From an optimization exercise on the open Yosys and OpenROAD flow, aimed at small area, a short achievable clock period and few clock cycles per item; shortcuts taken in it are not production practice.
In this exercise RTL edits were held to simulation tests only and were not proved equivalent to the original.
No activity file was given, so power comes from the tool's default toggle rates.

// ostage
module ostage (
    input  wire         clk,
    input  wire         rst,           
    input  wire         in_valid,
    output wire         in_ready,
    input  wire         atype,         
    input  wire [127:0] acc,           
    input  wire [2:0]   ofmt,
    input  wire [5:0]   oshift,
    input  wire         clamp_en,
    input  wire [31:0]  clamp_lo,
    input  wire [31:0]  clamp_hi,
    output reg          out_valid,
    output reg  [127:0] y,             
    output reg  [3:0]   sat,
    output reg  [3:0]   ovf,
    output reg  [3:0]   nan
);
    assign in_ready = 1'b1;
    reg         v0, v1;
    reg         atype0, cen0, cen1;
    reg [127:0] acc0;
    reg [2:0]   ofmt0, ofmt1;
    reg [5:0]   oshift0;
    reg [31:0]  lo0, hi0, lo1, hi1;
    always @(posedge clk) begin
        if (rst) begin
            v0        <= 1'b0;
            v1        <= 1'b0;
            out_valid <= 1'b0;
        end else begin
            v0        <= in_valid;
            v1        <= v0;
            out_valid <= v1;
        end
    end
    always @(posedge clk) begin
        atype0  <= atype;
        acc0    <= acc;
        ofmt0   <= ofmt;
        oshift0 <= oshift;
        cen0    <= clamp_en;
        lo0     <= clamp_lo;
        hi0     <= clamp_hi;
        ofmt1   <= ofmt0;
        cen1    <= cen0;
        lo1     <= lo0;
        hi1     <= hi0;
    end
    wire       a_e4 = (ofmt0 == 3'd2);
    wire       a_e5 = (ofmt0 == 3'd3);
    wire       a_bf = (ofmt0 == 3'd4);
    wire       a_fp = (ofmt0 == 3'd5);
    wire       a_float = a_e4 | a_e5 | a_bf | a_fp;
    wire [3:0] a_ff = {a_fp, a_bf, a_e5, a_e4};
    wire [9:0] os   = {{4{oshift0[5]}}, oshift0};
  ...
Size in the first run: about 10,000 cells after synthesis, about 57,000 um2 of cells after synthesis.
clock: 30.0 ns
lec_check: 0
abc_area: 1
cap_margin: 20
core_margin: 2
core_utilization: 52
cts_buf_list: sky130_fd_sc_hd__clkbuf_16
cts_cluster_diameter: 80
cts_cluster_size: 25
place_density: 0.62
slew_margin: 20
standard.sh (not shown) runs the stock make flow with config.mk's settings and CLKGATE_MAP_FILE= SYNTH_SCRIPT=/design/flow/synth_recipe.tcl, a recipe that flattens the netlist after the stock synthesis.
==> flow/flow/run.sh <==
#!/bin/bash
# Layout flow: the standard layout (standard.sh: standard synthesis,
# floorplan, placement, CTS, routing) with three changes:
# - synthesis leaves out ORFS's step that maps adders to fixed half/full
#   adder cells (ADDER_MAP_FILE empty), so ABC maps that logic too;
# - the timing repair steps (repair_timing after floorplan, CTS and global
#   routing) aim for a setup slack margin of flow/setup_margin ns, so that
#   they size and buffer the design for a shorter period than the clock's;
# - the port buffers that ORFS inserts on every input and output are
#   sky130_fd_sc_hd__buf_2 cells instead of the default delay buffers.
# The SDC is the standard flow's own.  make's output goes to layout.log here.
set -euo pipefail
W=$(pwd)
SETUP_MARGIN=$(cat "$W/flow/setup_margin")
bash standard.sh ADDER_MAP_FILE= SETUP_SLACK_MARGIN="$SETUP_MARGIN" \
  "BUFFER_PORTS_ARGS=-buffer_cell sky130_fd_sc_hd__buf_2" finish > "$W/layout.log" 2>&1
==> flow/flow/setup_margin <==
22.6
Testbench counts at the start, summed over its fixed seeds: cycles 24,024, items 96,000.
Edit:
==> flow/flow/setup_margin (replaced) <==
22
Settings changed: CORE_UTILIZATION 52 to 45, PLACE_DENSITY 0.62 to 0.55.
Effect:
- The new run produced a clean layout
- via count fell by 3.2%
- setup slack is worse by 0.50 ns
- first-iteration DRC count drops by 9.6%
- maximum frequency is lower by 6.4%
Edit:
Settings changed: CTS_BUF_LIST sky130_fd_sc_hd__clkbuf_16 to sky130_fd_sc_hd__clkbuf_8, CTS_CLUSTER_DIAMETER 80 to unset, CTS_CLUSTER_SIZE 25 to unset.
Outcome:
- hold slack loses 0.019 ns
- final cell count rose slightly
- synthesized cell count stays the same
- core utilization came out higher by 0.56 points
- maximum frequency stays flat
- total power grows by a few percent
- flip-flop and latch count is unchanged
- setup slack gets better by 0.016 ns
Edit:
==> flow/flow/setup_margin (replaced) <==
22.6
Settings changed: CTS_BUF_LIST sky130_fd_sc_hd__clkbuf_8 to sky130_fd_sc_hd__clkbuf_16, CTS_CLUSTER_DIAMETER set to 80, CTS_CLUSTER_SIZE set to 25.
=>
- The new run finished clean
- die area stays the same
- total power falls by 3.4%
- fmax rises by 7.4%
- cell count falls by 0.40%
- core utilization rises by 0.34 points
- final area rises by 0.68%
Edit:
==> flow/flow/setup_margin (replaced) <==
22.8
=> Non-clock buffer count grows by 22; design area climbs by 1.3%; routed wire length grows by 0.86%; worst hold slack stays flat; total power grows by 0.95%; setup slack is better by 0.11 ns; cell count went up by 0.31%; maximum frequency rises by 1.6%.

==> static timing again, ports no longer ideal <==
How much do the figures lean on ideal ports? The routed layouts below were timed once more, with nothing changed but the port constraints.
Step 1, drivers: a clkbuf_16 drives clk and a buf_2 each remaining input, both assumed.
Step 2 adds t to the input delays and takes it off the output delays; t is the mean of the earliest and latest rising clock arrival at the registers after step 1. Input paths then give back, and output paths get back, about the clock's delay inside the block.
Slacks: ideal / step 1 / step 2; pairs: ideal / step 1.
run | t (ns) | slack for setup (ns) | clock arrival spread, ns
the first run | 0.736 | 22.670 / 22.594 / 22.785 | 0.046 / 0.046
the second run | 0.721 | 22.165 / 22.165 / 22.165 | 0.044 / 0.044
the third run | 0.912 | 22.181 / 22.181 / 22.181 | 0.078 / 0.078
the fourth run | 0.719 | 22.717 / 22.639 / 22.751 | 0.042 / 0.042
the fifth run | 0.720 | 22.829 / 22.750 / 22.894 | 0.045 / 0.045
After both steps setup and hold are still met in every run listed.
